Source: an optimization exercise on an open RTL-to-GDS flow (aim: small area, a short achievable clock period and few clock cycles). Production flows keep margins and buffers that such runs may drop. At most, simulation tests tie the RTL to the original design; equivalence was not proved. Only the layout flow was run in run 2; the RTL was not checked for function there. No activity file was given, so power comes from the tool's default toggle rates.

[flow/run.sh]
#!/bin/bash
# Standard layout with three changes: the smallest buffer on the ports, a
# clock tree built without dummy loads, and ORFS's power recovery (downsizing
# cells off the critical paths) run with the same setup margin as the repair.
set -e
rm -rf scripts_mod
cp -r "$FLOW_HOME/scripts" scripts_mod
python3 - <<'PY'
f = 'scripts_mod/util.tcl'
s = open(f).read()
a = '  append_env_var additional_args RECOVER_POWER -recover_power 1\n'
assert a in s
s = s.replace(a, a + '  append_env_var additional_args SETUP_SLACK_MARGIN -setup_margin 1\n')
open(f, 'w').write(s)
PY
export SCRIPTS_DIR="$PWD/scripts_mod"
export RECOVER_POWER=100
export BUFFER_PORTS_ARGS="-buffer_cell sky130_fd_sc_hd__buf_1"
export CTS_ARGS="-sink_clustering_enable -repair_clock_nets -sink_clustering_size 30 -sink_clustering_max_diameter 100 -buf_list sky130_fd_sc_hd__clkbuf_8 -dont_use_dummy_load"
bash standard.sh > standard.log 2>&1
[standard.sh]
#!/bin/bash
# synth_recipe.tcl (not shown) runs the flow's synth.tcl, then flattens the netlist and writes it again
# the make line also repeats each setting of config.mk as NAME=value (left out here)
make -C /OpenROAD-flow-scripts/flow DESIGN_CONFIG=/design/flow/config.mk WORK_HOME=/design/flow/orfs CLKGATE_MAP_FILE= SYNTH_SCRIPT=/design/flow/synth_recipe.tcl "${@:-finish}"
[config.mk]
export PLATFORM = sky130hd
export DESIGN_NAME = roller_dec
export DESIGN_NICKNAME = roller_dec
export VERILOG_FILES = /design/flow/design.v
export SDC_FILE = /design/flow/constraint.sdc
export NUM_CORES = 4
export LEC_CHECK = 0
export ABC_AREA = 1
export CAP_MARGIN = 20
export CORE_MARGIN = 2
export CORE_UTILIZATION = 40
export CTS_BUF_LIST = sky130_fd_sc_hd__clkbuf_8
export CTS_CLUSTER_DIAMETER = 100
export CTS_CLUSTER_SIZE = 30
export SETUP_SLACK_MARGIN = 2.8
export SLEW_MARGIN = 20
[constraint.sdc]
create_clock -name core_clock -period 5.5 [get_ports {clk}]
set_input_delay 1.1000 -clock core_clock [delete_from_list [all_inputs] [get_ports {clk}]]
set_output_delay 1.1000 -clock core_clock [all_outputs]
set_load 0.01 [all_outputs]
[design.v]
module roller_dec (
    input  wire        clk,
    input  wire        rst,          
    input  wire        start,        
    input  wire [1:0]  bucket,       
    output wire        idle,
    output reg         done,         
    output reg  [1:0]  status,       
    input  wire        in_valid,
    input  wire [7:0]  in_data,
    output wire        in_ready,
    output wire        wr_en,
    output wire [11:0] wr_addr,
    output wire [7:0]  wr_data,
    output wire        rd_en,
    output wire [11:0] rd_addr,
    input  wire [7:0]  rd_data       
);
    localparam [1:0] ST_OK       = 2'd0,
                     ST_BAD_CODE = 2'd1,
                     ST_BAD_DIST = 2'd2,
                     ST_OVERRUN  = 2'd3;
    reg s_idle;     
    reg s_h0;       
    reg s_h1;       
    reg s_h2;       
    reg s_h3;       
    reg s_tok;      
    reg s_a1;       
    reg s_a2;       
    reg s_a3;       
    reg s_mchk;     
    reg s_run;      
    reg s_lit;      
    reg        k_fill;      
    reg        k_long;      
    reg        bdist;       
    reg        d1;          
    reg [1:0]  code;        
    reg [11:0] rem;         
    reg [12:0] p;           
    reg [12:0] cnt;         
    reg [11:0] rp;          
    assign idle     = s_idle;
    assign wr_en    = s_run || (s_lit && in_valid);
    assign wr_addr  = p[11:0];
    assign wr_data  = s_run ? (k_fill ? rp[7:0] : rd_data) : in_data;
    assign rd_en    = !(s_run && d1);
    assign rd_addr  = rp;
    assign in_ready = !(s_idle || s_mchk || s_run);
    wire [11:0] rem_dec = rem - 12'd1;
    wire [12:0] cnt_dec = cnt - 13'd1;
    wire        cnt_end = (cnt == 13'd0);
    wire        rem_end = (rem == 12'd0);
    wire        ovr     = p[12] || cnt[12] || (cnt[11:0] > ~p[11:0]);
    wire [7:0]  t       = in_data;
    wire        t_lit   = !t[7];
    wire        t_short = t[7:6] == 2'b10;
    wire        t_long  = t[7:4] == 4'hC;
    wire        t_fill  = t[7:4] == 4'hD;
    wire [6:0]  n       = t[6:0];
    wire        lit_bad = ({5'd0, n} >= rem_dec);
    wire        lit_ovr = ({5'd0, n} > ~p[11:0]);
    wire        arg_bad = t_short ? (rem < 12'd2) : t_long ? (rem < 12'd4) : (rem < 12'd3);
    wire [11:0] tl      = {in_data[3:0], rem[7:0]};
    wire        tl_bad  = (in_data[7:4] != 4'd0) || (tl == 12'd0) ||
                          (tl[11:10] > code) ||
                          (tl[11:10] == code && tl[9:2] == 8'hFF && tl[1:0] != 2'd0);
    wire [11:0] dval    = {rp[11:8], in_data};
    wire [13:0] rsum    = {1'b0, p} + {2'b11, ~dval};
    wire [8:0]  lo6     = {1'b0, in_data} + 9'd6;
    wire [4:0]  hi_sum  = {1'b0, in_data[3:0]} + {4'd0, cnt[8]};
    reg        fin;
    reg [1:0]  fst;
    reg        n_idle, n_h0, n_h1, n_h2, n_h3, n_tok, n_a1, n_a2, n_a3, n_mchk, n_run, n_lit;
    always @(*) begin
        fin = 1'b0;
        fst = ST_OK;
        n_idle = 1'b0; n_h0 = 1'b0; n_h1 = 1'b0; n_h2 = 1'b0; n_h3 = 1'b0; n_tok = 1'b0;
        n_a1 = 1'b0; n_a2 = 1'b0; n_a3 = 1'b0; n_mchk = 1'b0; n_run = 1'b0; n_lit = 1'b0;
        if (s_idle) begin
            if (!start)              n_idle = 1'b1;
            else if (bucket == 2'd3) n_lit  = 1'b1;
            else                     n_h0   = 1'b1;
        end
        if (s_h0) begin
            if (!in_valid)              n_h0 = 1'b1;
            else if (in_data != 8'h01)  begin fin = 1'b1; fst = ST_BAD_CODE; end
            else                        n_h1 = 1'b1;
        end
        if (s_h1) begin
            if (!in_valid)                      n_h1 = 1'b1;
            else if (in_data != {6'd0, code})   begin fin = 1'b1; fst = ST_BAD_CODE; end
            else                                n_h2 = 1'b1;
        end
        if (s_h2) begin
            if (!in_valid) n_h2 = 1'b1;
            else           n_h3 = 1'b1;
        end
        if (s_h3) begin
            if (!in_valid)   n_h3 = 1'b1;
            else if (tl_bad) begin fin = 1'b1; fst = ST_BAD_CODE; end
            else             n_tok = 1'b1;
        end
        if (s_tok) begin
            if (rem_end)                  begin fin = 1'b1; fst = p[12] ? ST_OK : ST_BAD_CODE; end
            else if (p[12])               begin fin = 1'b1; fst = ST_OVERRUN; end
            else if (!in_valid)           n_tok = 1'b1;
            else if (t_lit) begin
                if (lit_bad)              begin fin = 1'b1; fst = ST_BAD_CODE; end
                else if (lit_ovr)         begin fin = 1'b1; fst = ST_OVERRUN; end
                else                      n_lit = 1'b1;
            end
            else if (!(t_short || t_long || t_fill) || arg_bad)
                                          begin fin = 1'b1; fst = ST_BAD_CODE; end
            else                          n_a1 = 1'b1;
        end
        if (s_a1) begin
            if (!in_valid)                n_a1 = 1'b1;
            else if (k_fill || k_long)    n_a2 = 1'b1;
            else                          n_mchk = 1'b1;
        end
        if (s_a2) begin
            if (!in_valid)                n_a2 = 1'b1;
            else if (!k_fill)             n_a3 = 1'b1;
            else if (ovr)                 begin fin = 1'b1; fst = ST_OVERRUN; end
            else                          n_run = 1'b1;
        end
        if (s_a3) begin
            if (!in_valid)                n_a3 = 1'b1;
            else                          n_mchk = 1'b1;
        end
        if (s_mchk) begin
            if (bdist)                    begin fin = 1'b1; fst = ST_BAD_DIST; end
            else if (ovr)                 begin fin = 1'b1; fst = ST_OVERRUN; end
            else                          n_run = 1'b1;
        end
        if (s_run) begin
            if (cnt_end)                  n_tok = 1'b1;
            else                          n_run = 1'b1;
        end
        if (s_lit) begin
            if (in_valid && cnt_end)      n_tok = 1'b1;
            else                          n_lit = 1'b1;
        end
        if (fin) n_idle = 1'b1;
    end
    always @(posedge clk) begin
        if (rst) begin
            s_idle <= 1'b1;
            s_h0 <= 1'b0; s_h1 <= 1'b0; s_h2 <= 1'b0; s_h3 <= 1'b0; s_tok <= 1'b0;
            s_a1 <= 1'b0; s_a2 <= 1'b0; s_a3 <= 1'b0; s_mchk <= 1'b0; s_run <= 1'b0; s_lit <= 1'b0;
            done   <= 1'b0;
        end else begin
            s_idle <= n_idle; s_h0 <= n_h0; s_h1 <= n_h1; s_h2 <= n_h2; s_h3 <= n_h3; s_tok <= n_tok;
            s_a1 <= n_a1; s_a2 <= n_a2; s_a3 <= n_a3; s_mchk <= n_mchk; s_run <= n_run; s_lit <= n_lit;
            done   <= fin;
        end
    end
    always @(posedge clk) begin
        if (fin) status <= fst;
        if (s_idle && start) begin
            code <= bucket;
            p    <= 13'd0;
            cnt  <= 13'd4095;
            rem  <= 12'd0;
        end
        if (wr_en) p <= p + 13'd1;
        if (in_valid) begin
            if (s_h2) rem[7:0] <= in_data;
            if (s_h3) rem <= tl;
            if (s_tok || s_a1 || s_a2 || s_a3 || s_lit) rem <= rem_dec;
        end
        if (s_tok && in_valid) begin
            k_fill   <= t[6] & t[4];
            k_long   <= t[6] & ~t[4];
            rp[11:8] <= t[3:0];
            cnt[7:0] <= t[7] ? {5'd0, {1'b0, t[5:4]} + 3'd2} : {1'b0, n};
            cnt[12:8] <= (t[7:6] == 2'b11) ? {1'b0, t[3:0]} : 5'd0;
        end
        if (s_a1 && in_valid) begin
            if (k_fill) begin
                cnt[7:0] <= in_data;
            end else begin
                rp    <= rsum[11:0];
                bdist <= rsum[13];
                d1    <= (dval == 12'd0);
            end
        end
        if (s_a2 && in_valid) begin
            if (k_fill) rp[7:0] <= in_data;
            else        cnt[8:0] <= lo6;
        end
        if (s_a3 && in_valid)
            cnt[12:8] <= (in_data[7:4] != 4'd0) ? 5'h1F : hi_sum;
        if (s_mchk || (s_run && !k_fill)) rp <= rp + 12'd1;
        if (s_run || (s_lit && in_valid)) cnt <= cnt_dec;
    end
endmodule
==> summary.txt, run 1 <==
Outcome
  • Status: finished with violations
  • SO Viols: capacitance limit, slew limit

Pwr
  • Combinational power share: 28.7%
  • Leak pwr: 2.87 nW
  • Sequential Power Share: a little under half
  • Net Sw Frac: a little over a third
  • P_int: 0.873 mW
  • Clk pwr share: 25.5%
  • Overall Power: roughly 1.4 mW
  • PD cells: a little over 200 nW/µm²
  • Switch Pwr: 0.486 mW
  • Worst VDD drop: between 0.0001 and 0.00015 V

Synth
  • Syn Area/Cell: 6.95 µm²
  • Syn_nets: 926
  • Async set or reset register ratio after synthesis: 0%
  • Yosys Warn Count: 1
  • Number of synthesized flops with an enable pin: 33
  • Sequential share of the synthesized area: 29.5%
  • Yosys cell types: 45
  • Seq cells post-synth: 71
  • Post-synth top flop: dfxtp_1
  • Cells after Synth: 854
  • Synth Cell Area: between 5000 and 6000 µm²

Job
  • Max Cap Viol: 1

Timing
  • Final Hold Violating Endpoints: 0
  • Setup TNS: 0 ns
  • Max-slew violation count: 9
  • Max Fclk: ~260 MHz
  • RSZ-0062 raised after global routing: true
  • Worst-margin pin slew: ~1.9 ns
  • Max_slew headroom: -25.4%
  • Minimum clock period: 3.78 ns
  • Final setup viols: 0
  • Skew final: 0.0297 ns
  • Crit share post-route: 68.8%

Worst setup path
  • WS Path Type: in2out
  • Most used cell, CP: clkbuf_1
  • Arr. time, crit path: 2.68 ns
  • CP endpoint kind: primary output
  • Worst r2r src: s_tok
  • R2R Setup Slk: 2.58 ns
  • Crit Path Max Fanout: 11
  • CP max stage cell: clkinvlp_2
  • R2R Path End: rem[6]
  • Stages on worst setup path: 4
  • CP required: approximately 4.4 ns
  • CP peak stage delay: 0.57 ns
  • Crit. Startpoint: in_data[6]
  • Worst path cell trace: clkbuf_1, clkinvlp_2, o22ai_1, clkbuf_1
  • Startpoint Class: input pin
  • Crit path to: wr_data[6]
  • WP buf/inv: 3
  • Cell family with most CP delay: buffers and inverters
  • R2R cell count: 10

Drt
  • DRT Wirelength: 19.3 mm
  • Routed wire length per instance: 17.7 µm
  • Vias: between 6k and 7k
  • First-pass DRT Iterations: 5
  • Iter 0 DRT Violations: 638
  • Final ANT Viol Nets: 0
  • Post-DR vias/cell: around 5.6
  • DR DRC count: 0

Layout
  • Share of cells above drive strength 1: just under 8%
  • Most frequent cells in the layout: nand2_1 (159), inv_1 (97), nor2_1 (89)
  • Final Core Density: ~46%
  • Fillers: 1526
  • Area growth syn-to-layout: 13.1%
  • FF+latch area: 1750 µm²
  • Multi-input logic area: 3610 µm²
  • # nets final: roughly 1000
  • Commonest non-fill, non-tap cell in the layout: nand2_1
  • Antenna Cells: 0

Placed design
  • GPL Wtd Cong: roughly 0.9
  • Dpl hpwl: between 10 and 15 mm
  • I/O Buffers: 60

Global route
  • Vias in the first global route: 5420
  • Largest net degree at the start of global routing: 22
  • Initial antenna violation count: 0
  • Grt total ovfl: 0
  • First-pass GRT wire length: 30.2 mm
  • Global-route usage over all layers: 24.3%

Floorplanning
  • Core Area: 14500 µm²
  • Die area: between 15000 and 20000 µm²
  • Die width: between 100 and 150 µm
  • Height of the die: 126 µm
  • Rows: 44
  • Initial Utilization: 40.8%
  • # IOs: 61

Clocking
  • Clock-pin slew on the worst setup and hold paths: 0.09 ns
  • CTS max path bufs: 2
  • Worst-skew pair later-pin latency: around 0.38 ns
  • Root buffer cell: clkbuf_8
  • CTS tree: built
  • Inserted Clock Buffers: 9
  • H-tree levels: 3
  • Sink Count: 71

Min path
  • Worst min path class: reg2reg
flip-flops by register name, summed over array words and instances (netlist names), 2 cells and up, named ones only:
signal / flops
rem: 12
cnt: 13
code: 2
rp: 12
status: 2
p: 13
power by group through the flow:
| stage | Sequential, mW | Clock [mW] | Combinational (mW) |
|---|---|---|---|
| after global routing | 0.627 | 0.378 | 0.435 |
| final | 0.623 | 0.347 | 0.390 |
| after CTS | 0.622 | 0.355 | 0.384 |
| after floorplan | 0.621 | 0 | 0.270 |
| after detailed placement | 0.634 | 0 | 0.358 |
| after global placement | 0.634 | 0 | 0.358 |
worst reg2reg max path, stage by stage, from the launching register on:
cell and delay, ns:
dfxtp_1 0.36, nor3_1 0.22, nand2_1 0.07, nor2_1 0.54, inv_1 0.37, nand2_1 0.24, inv_1 0.16, nor2_1 0.39
o21ai_0 0.16, o31ai_1 0.10, a21oi_1 0.08
repair_timing:
action | CTS | global route
hold buffers | 0 | 0
cloned | 1 | 1
endpoints found under the setup margin | 37 | 22
pin swaps | 2 | 4
gates resized for setup | 74 | 25
buffers inserted | 9 | 7
final cells by class:
class | instances | area share (%)
Inverter | 111 | 7.38
Timing Repair Buffer | 82 | 7.53
Multi-Input combinational cell | 636 | 53.7
Sequential cell | 71 | 26.1
Tap cell | 184 | 3.43
Clock buffer | 9 | 1.84
routing by layer:
layer | GRT usage [%] | wire, µm
met1 | 34.9 | 9120
met4 | 4.78 | 223
met3 | 5.65 | 1260
met5 | 0 | 0
met2 | 37.7 | 8730
cells in the mapped netlist (4+ instances only):
| library cell | number | area [µm²] |
|---|---|---|
| o221ai_1 | 4 | 35.0 |
| ha_1 | 49 | 613 |
| xor2_1 | 18 | 158 |
| nor2_2 | 7 | 43.8 |
| o31ai_1 | 6 | 45.0 |
| xnor2_1 | 6 | 52.6 |
| a221oi_1 | 5 | 43.8 |
| edfxtp_1 | 33 | 991 |
| nand3_1 | 43 | 215 |
| nor3_1 | 29 | 145 |
| nand4_1 | 11 | 68.8 |
| inv_1 | 102 | 383 |
| a22oi_1 | 4 | 30.0 |
| o22ai_1 | 9 | 56.3 |
| nor2_1 | 86 | 323 |
| a31oi_1 | 6 | 37.5 |
| inv_2 | 4 | 15.0 |
| buf_4 | 15 | 113 |
| o211ai_1 | 7 | 52.6 |
| clkinv_1 | 5 | 18.8 |
| o21ai_0 | 83 | 415 |
| dfxtp_1 | 38 | 761 |
| a21oi_1 | 76 | 380 |
| clkbuf_1 | 16 | 60.1 |
| nand2_1 | 157 | 589 |
metrics by stage:
stage / instance area [µm²] / setup slack [ns] / instances / hold slack, ns
floorplan: 6030 / 2.80 / 854 / 0.451
global placement: 6290 / 1.93 / 1066 / 0.474
detailed placement: 6290 / 1.85 / 1066 / 0.478
CTS: 6720 / 2.73 / 1085 / 0.491
global route: 6720 / 1.60 / 1093 / 0.505
finish: 6720 / 1.72 / 1093 / 0.494
worst min path at each step:
| stage | end | cells past startpoint | start | slack, ns |
|---|---|---|---|---|
| after floorplan | s_h0 | 2 | s_h0 | 0.45 |
| after global placement | s_a1 | 2 | s_a1 | 0.47 |
| after detailed placement | s_a1 | 2 | s_a1 | 0.48 |
| after CTS | s_a1 | 2 | s_a1 | 0.49 |
| after global routing | register | 2 | register | 0.51 |
| final | s_a1 | 2 | s_a1 | 0.49 |
logic make-up after synthesis:
| kind of cell | Yosys count | synth area share (%) |
|---|---|---|
| adders and majority gates | 50 | 10.7 |
| xor gates and xnor gates | 24 | 3.54 |
| DFF | 71 | 29.5 |
| and+or+nand+nor | 349 | 25.5 |
| AOI/OAI and AO/OA | 213 | 20.2 |
| buffers and inverters | 147 | 10.6 |
Testbench counts, summed over its fixed seeds: cycles 801,453.
==> run 2: changes to the inputs <==
--- a/design.v
+++ b/design.v
@@ -30,11 +30,11 @@
     reg s_a2;       
     reg s_a3;       
     reg s_mchk;     
+    reg s_mrd;      
     reg s_run;      
     reg s_lit;      
     reg        k_fill;      
     reg        k_long;      
-    reg        bdist;       
     reg        d1;          
     reg [1:0]  code;        
     reg [11:0] rem;         
@@ -47,7 +47,7 @@
     assign wr_data  = s_run ? (k_fill ? rp[7:0] : rd_data) : in_data;
     assign rd_en    = !(s_run && d1);
     assign rd_addr  = rp;
-    assign in_ready = !(s_idle || s_mchk || s_run);
+    assign in_ready = !(s_idle || s_mchk || s_mrd || s_run);
     wire [11:0] rem_dec = rem - 12'd1;
     wire [12:0] cnt_dec = cnt - 13'd1;
     wire        cnt_end = (cnt == 13'd0);
@@ -67,17 +67,17 @@
                           (tl[11:10] > code) ||
                           (tl[11:10] == code && tl[9:2] == 8'hFF && tl[1:0] != 2'd0);
     wire [11:0] dval    = {rp[11:8], in_data};
-    wire [13:0] rsum    = {1'b0, p} + {2'b11, ~dval};
+    wire [13:0] rsum    = {1'b0, p} + {2'b11, ~rp};
     wire [8:0]  lo6     = {1'b0, in_data} + 9'd6;
     wire [4:0]  hi_sum  = {1'b0, in_data[3:0]} + {4'd0, cnt[8]};
     reg        fin;
     reg [1:0]  fst;
-    reg        n_idle, n_h0, n_h1, n_h2, n_h3, n_tok, n_a1, n_a2, n_a3, n_mchk, n_run, n_lit;
+    reg        n_idle, n_h0, n_h1, n_h2, n_h3, n_tok, n_a1, n_a2, n_a3, n_mchk, n_mrd, n_run, n_lit;
     always @(*) begin
         fin = 1'b0;
         fst = ST_OK;
         n_idle = 1'b0; n_h0 = 1'b0; n_h1 = 1'b0; n_h2 = 1'b0; n_h3 = 1'b0; n_tok = 1'b0;
-        n_a1 = 1'b0; n_a2 = 1'b0; n_a3 = 1'b0; n_mchk = 1'b0; n_run = 1'b0; n_lit = 1'b0;
+        n_a1 = 1'b0; n_a2 = 1'b0; n_a3 = 1'b0; n_mchk = 1'b0; n_mrd = 1'b0; n_run = 1'b0; n_lit = 1'b0;
         if (s_idle) begin
             if (!start)              n_idle = 1'b1;
             else if (bucket == 2'd3) n_lit  = 1'b1;
@@ -131,10 +131,11 @@
             else                          n_mchk = 1'b1;
         end
         if (s_mchk) begin
-            if (bdist)                    begin fin = 1'b1; fst = ST_BAD_DIST; end
+            if (rsum[13])                 begin fin = 1'b1; fst = ST_BAD_DIST; end
             else if (ovr)                 begin fin = 1'b1; fst = ST_OVERRUN; end
-            else                          n_run = 1'b1;
-        end
+            else                          n_mrd = 1'b1;
+        end
+        if (s_mrd)                        n_run = 1'b1;
         if (s_run) begin
             if (cnt_end)                  n_tok = 1'b1;
             else                          n_run = 1'b1;
@@ -149,11 +150,11 @@
         if (rst) begin
             s_idle <= 1'b1;
             s_h0 <= 1'b0; s_h1 <= 1'b0; s_h2 <= 1'b0; s_h3 <= 1'b0; s_tok <= 1'b0;
-            s_a1 <= 1'b0; s_a2 <= 1'b0; s_a3 <= 1'b0; s_mchk <= 1'b0; s_run <= 1'b0; s_lit <= 1'b0;
+            s_a1 <= 1'b0; s_a2 <= 1'b0; s_a3 <= 1'b0; s_mchk <= 1'b0; s_mrd <= 1'b0; s_run <= 1'b0; s_lit <= 1'b0;
             done   <= 1'b0;
         end else begin
             s_idle <= n_idle; s_h0 <= n_h0; s_h1 <= n_h1; s_h2 <= n_h2; s_h3 <= n_h3; s_tok <= n_tok;
-            s_a1 <= n_a1; s_a2 <= n_a2; s_a3 <= n_a3; s_mchk <= n_mchk; s_run <= n_run; s_lit <= n_lit;
+            s_a1 <= n_a1; s_a2 <= n_a2; s_a3 <= n_a3; s_mchk <= n_mchk; s_mrd <= n_mrd; s_run <= n_run; s_lit <= n_lit;
             done   <= fin;
         end
     end
@@ -182,9 +183,8 @@
             if (k_fill) begin
                 cnt[7:0] <= in_data;
             end else begin
-                rp    <= rsum[11:0];
-                bdist <= rsum[13];
-                d1    <= (dval == 12'd0);
+                rp[7:0] <= in_data;
+                d1      <= (dval == 12'd0);
             end
         end
         if (s_a2 && in_valid) begin
@@ -193,7 +193,8 @@
         end
         if (s_a3 && in_valid)
             cnt[12:8] <= (in_data[7:4] != 4'd0) ? 5'h1F : hi_sum;
-        if (s_mchk || (s_run && !k_fill)) rp <= rp + 12'd1;
+        if (s_mchk) rp <= rsum[11:0];
+        if (s_mrd || (s_run && !k_fill)) rp <= rp + 12'd1;
         if (s_run || (s_lit && in_valid)) cnt <= cnt_dec;
     end
 endmodule
==> flow/run.sh (replaced) <==
#!/bin/bash
# Standard layout, with the smallest buffer on the ports and a clock tree
# built without dummy loads.
export BUFFER_PORTS_ARGS="-buffer_cell sky130_fd_sc_hd__buf_1"
export CTS_ARGS="-sink_clustering_enable -repair_clock_nets -sink_clustering_size 30 -sink_clustering_max_diameter 100 -buf_list sky130_fd_sc_hd__clkbuf_8 -dont_use_dummy_load"
bash standard.sh > standard.log 2>&1
==> summary.txt, run 2 <==
Synth
  • Number of synthesized flops with an enable pin: 36 (+9.1%)
  • Synth Cell Area: 5980 µm² (+0.70%)
  • Largest cells by area after synthesis: edfxtp_1 (18%), dfxtp_1 (12%), ha_1 (10%)
  • Yosys Warn Count: 1 (unchanged)
  • Most common cell in the netlist: nand2_1
  • Seq cells post-synth: 71 (unchanged)
  • Cells after Synth: 862 (+0.94%)
  • Syn_nets: 934 (+0.86%)
  • Synth top cells by count: nand2_1 (163), inv_1 (112), nor2_1 (92)
  • Synth area leader: edfxtp_1
  • Sequential share of the synthesized area: 29.8% (+0.30 points)
  • Area share of the leading cell type in the synthesized netlist: 18.1% (+1.4 points)
  • Post-synth top flop: edfxtp_1
  • Async set or reset register ratio after synthesis: 0% (unchanged)
  • Yosys cell types: 47 (+4.4%)
  • Syn Area/Cell: 6.94 µm² (-0.24%)

Worst setup path
  • R2R Path End: status[0]
  • R2R cell count: 11 (+1)
  • CP required: 4.40 ns (about the same)
  • Worst path cell trace: buf_1, buf_6, clkinvlp_4, o22ai_2, buf_2
  • Crit. Startpoint: in_data[1]
  • CP endpoint kind: primary output
  • Crit Path Max Fanout: 2 (-9)
  • Arr. time, crit path: 1.73 ns (-0.95 ns)
  • CP peak stage delay: 0.15 ns (-0.42 ns)
  • WS Path Type: in2out
  • Startpoint Class: input pin
  • CP max stage cell: o22ai_2
  • Worst r2r src: p[4]
  • R2R Setup Slk: 2.98 ns (+0.40 ns)

Timing
  • Final Hold Violating Endpoints: 0 (unchanged)
  • Setup TNS: 0 ns (unchanged)
  • Minimum clock period: 2.83 ns (-0.959 ns)
  • WHS: 0.490 ns (-0.00384 ns)
  • Final setup viols: 0 (unchanged)
  • Max-slew violation count: 0 (-9)
  • Crit share post-route: 51.4% (-17 points)
  • Max_slew headroom: 48.4% (+74 points)
  • Worst-margin pin slew: 0.768 ns (-1.10 ns)
  • Max Fclk: 354 MHz (+34%)
  • Skew final: 0.0218 ns (-0.00790 ns)
  • RSZ-0062 raised after global routing: true

Floorplanning
  • Rows: 44 (unchanged)
  • Core Area: 14600 µm² (+0.38%)
  • Height of the die: 126 µm (+0.33%)
  • Die area: 15900 µm² (+0.67%)
  • Initial Utilization: 41.0% (+0.13 points)
  • # IOs: 61 (unchanged)
  • Die width: 126 µm (+0.33%)

Clocking
  • CTS tree: built
  • Root buffer cell: clkbuf_8
  • Clock-pin slew on the worst setup and hold paths: 0.07 ns (-0.02 ns)
  • CTS max path bufs: 2 (unchanged)
  • H-tree levels: 3 (unchanged)
  • Sink Count: 71 (unchanged)
  • Worst-skew pair later-pin latency: 0.37 ns (about the same)
  • Inserted Clock Buffers: 9 (unchanged)

Placed design
  • Dpl hpwl: 13.9 mm (+0.64%)
  • Inst Count DP: 1073 (+0.66%)
  • GPL Wtd Cong: 0.901 (about the same)
  • I/O Buffers: 60 (unchanged)

Global route
  • First-pass GRT wire length: 30.2 mm (about the same)
  • Vias in the first global route: 5584 (+3.0%)
  • Initial antenna violation count: 0 (unchanged)
  • Grt total ovfl: 0 (unchanged)
  • Global-route usage over all layers: 24.2% (-0.17 points)
  • Largest net degree at the start of global routing: 24 (+9.1%)

Layout
  • Share of cells above drive strength 1: 10.3% (+2.6 points)
  • Area growth syn-to-layout: 13.9%
  • Final Core Density: 46.7% (+0.47 points)
  • Final cell count without fillers: 1102 (+0.82%)
  • Most frequent cells in the layout: nand2_1 (162), inv_1 (105), nor2_1 (91)
  • # nets final: 992 (+0.92%)
  • Fillers: 1495 (-2.0%)
  • Commonest non-fill, non-tap cell in the layout: nand2_1
  • Biggest registers after layout: cnt x13, p x13
  • Antenna Cells: 0 (unchanged)

Pwr
  • Worst VDD drop: 0.0000956 V (-23%)
  • Overall Power: 1.43 mW (+5.2%)
  • PD cells: 210 nW/µm² (+3.8%)
  • Sequential Power Share: 44.9% (-0.9 points)
  • P_int: 0.906 mW (+3.8%)
  • Switch Pwr: 0.524 mW (+7.9%)
  • Combinational power share: 30.9% (+2.2 points)
  • Net Sw Frac: 36.7% (+0.90 points)
  • Clk pwr share: 24.3% (-1.2 points)
  • Leak pwr: 3.02 nW (+5.2%)

Drt
  • Iter 0 DRT Violations: 552 (-13%)
  • DR DRC count: 0 (unchanged)
  • Final ANT Viol Nets: 0 (unchanged)
  • Post-DR vias/cell: 5.54 (-0.77%)
  • First-pass DRT Iterations: 5 (unchanged)
  • Routed wire length per instance: 17.4 µm (-1.6%)
  • Vias: 6105 (+0.049%)
  • DRT Wirelength: 19.2 mm (-0.75%)

Min path
  • WHS Path Cells: 1 (-1)
  • Hold Crit Endpoint: cnt[0]
  • Hold_sp: cnt[0]
  • Worst min path class: reg2reg

Job
  • Max Cap Viol: 0 (-1)

Outcome
  • Status: complete, no violations
-- run 2: changes by cell type after synthesis, sizes merged, moves of 4 or more --
cell | before | now
a221oi | 5 | 0
o31ai | 6 | 2
inv | 106 | 117
nand2 | 160 | 169
o21ai | 84 | 79
a21oi | 76 | 80
nor2 | 94 | 100
a31oi | 6 | 11
nor3 | 29 | 19
clkinv | 5 | 0
-- run 2: worst max-delay path by stage --
stage	depth (start not counted)	endpoint	slack, ns
6_report	5	wr_data[1]	2.67
5_1_grt	5	wr_data[1]	2.65
4_1_cts	5	wr_data[1]	2.69
3_5_place_dp	4	wr_data[2]	2.05
3_3_place_gp	4	wr_data[2]	2.13
2_1_floorplan	3	wr_data[1]	2.80
-- run 2: what timing repair did --
action,4_1_cts,5_1_grt
setup endpoints to repair,19,16
hold buffers,0,0
pin swaps,3,2
hold endpoints to repair,0,0
cloned,1,0
buffers inserted,11,8
resized for setup,63,17
-- run 2: cell families (layout without fill, tap and decap cells) --
logic type | Yosys count | in the layout | synth area share, %
adder cells (fa/ha/maj) | 50 | 50 | 10.6
XOR/XNOR | 23 | 23 | 3.37
flip-flops | 71 | 71 | 29.8
buffers and inverters | 153 | 209 | 10.7
AO/OA/AOI/OAI | 210 | 210 | 19.6
AND/OR/NAND/NOR | 355 | 355 | 26.0
-- run 2: area by class of cell --
| class | count | area [µm²] | share of cell area (%) |
|---|---|---|---|
| timing repair buffer | 83 | 557 | 8.18 |
| tap | 184 | 230 | 3.38 |
| multi-input combinational | 638 | 3650 | 53.6 |
| sequential | 71 | 1780 | 26.2 |
| inverter | 117 | 465 | 6.84 |
| clock buffer | 9 | 124 | 1.82 |
-- run 2: per-layer routing --
metal	wire length, µm	track usage, %	part of all wire [%]
met5	0	0	0
met4	359	6.92	1.9
met3	1360	4.84	7.1
met2	8280	35.8	43
met1	9190	35.5	48
-- run 2: per-stage QoR --
stage,setup slack [ns],cell area [µm²]
2_1_floorplan,2.80,5980
3_3_place_gp,2.13,6260
3_5_place_dp,2.05,6260
4_1_cts,2.69,6650
5_1_grt,2.65,6810
6_report,2.67,6810
-- run 2: critical path: cells and delay by family --
| family | cells | cell delay, ns |
|---|---|---|
| AO/OA/AOI/OAI | 1 | 0.15 |
| buffers and inverters | 4 | 0.48 |
-- run 2: power groups by stage --
| stage | Clock [mW] | Sequential [mW] | Combinational [mW] |
|---|---|---|---|
| 2_1_floorplan | 0 | 0.635 | 0.304 |
| 5_1_grt | 0.375 | 0.646 | 0.503 |
| 6_report | 0.347 | 0.642 | 0.442 |
| 3_3_place_gp | 0 | 0.652 | 0.395 |
| 4_1_cts | 0.351 | 0.641 | 0.418 |
| 3_5_place_dp | 0 | 0.652 | 0.396 |

-- re-timing with driven ports --
The results above use ideal ports. As a check the final layouts listed here were re-extracted and re-timed, cells and wires unchanged.
Step 1 sets driving cells, clkbuf_16 on the clock port and buf_2 on the other inputs (assumed; they add their load-dependent delay and slew).
Step 2 adds t to the input delays and takes it off the output delays; t is the mean of the earliest and latest rising clock arrival at the registers after step 1. Input paths then give back, and output paths get back, about the clock's delay inside the block.
Slacks: ideal / step 1 / step 2; pairs: ideal / step 1.
run | shift t [ns] | slack for setup (ns) | slew at the worst register clock pin (ns) | pins driven straight from the clock port
run 1 | 0.397 | 1.716 / 1.668 / 1.427 | 0.09 / 0.09 | 1
run 2 | 0.394 | 2.675 / 2.646 / 2.452 | 0.09 / 0.09 | 1
For run 1, which loses most, drivers alone change the setup slack by -0.048 ns; drivers and shift together by -0.289 ns.
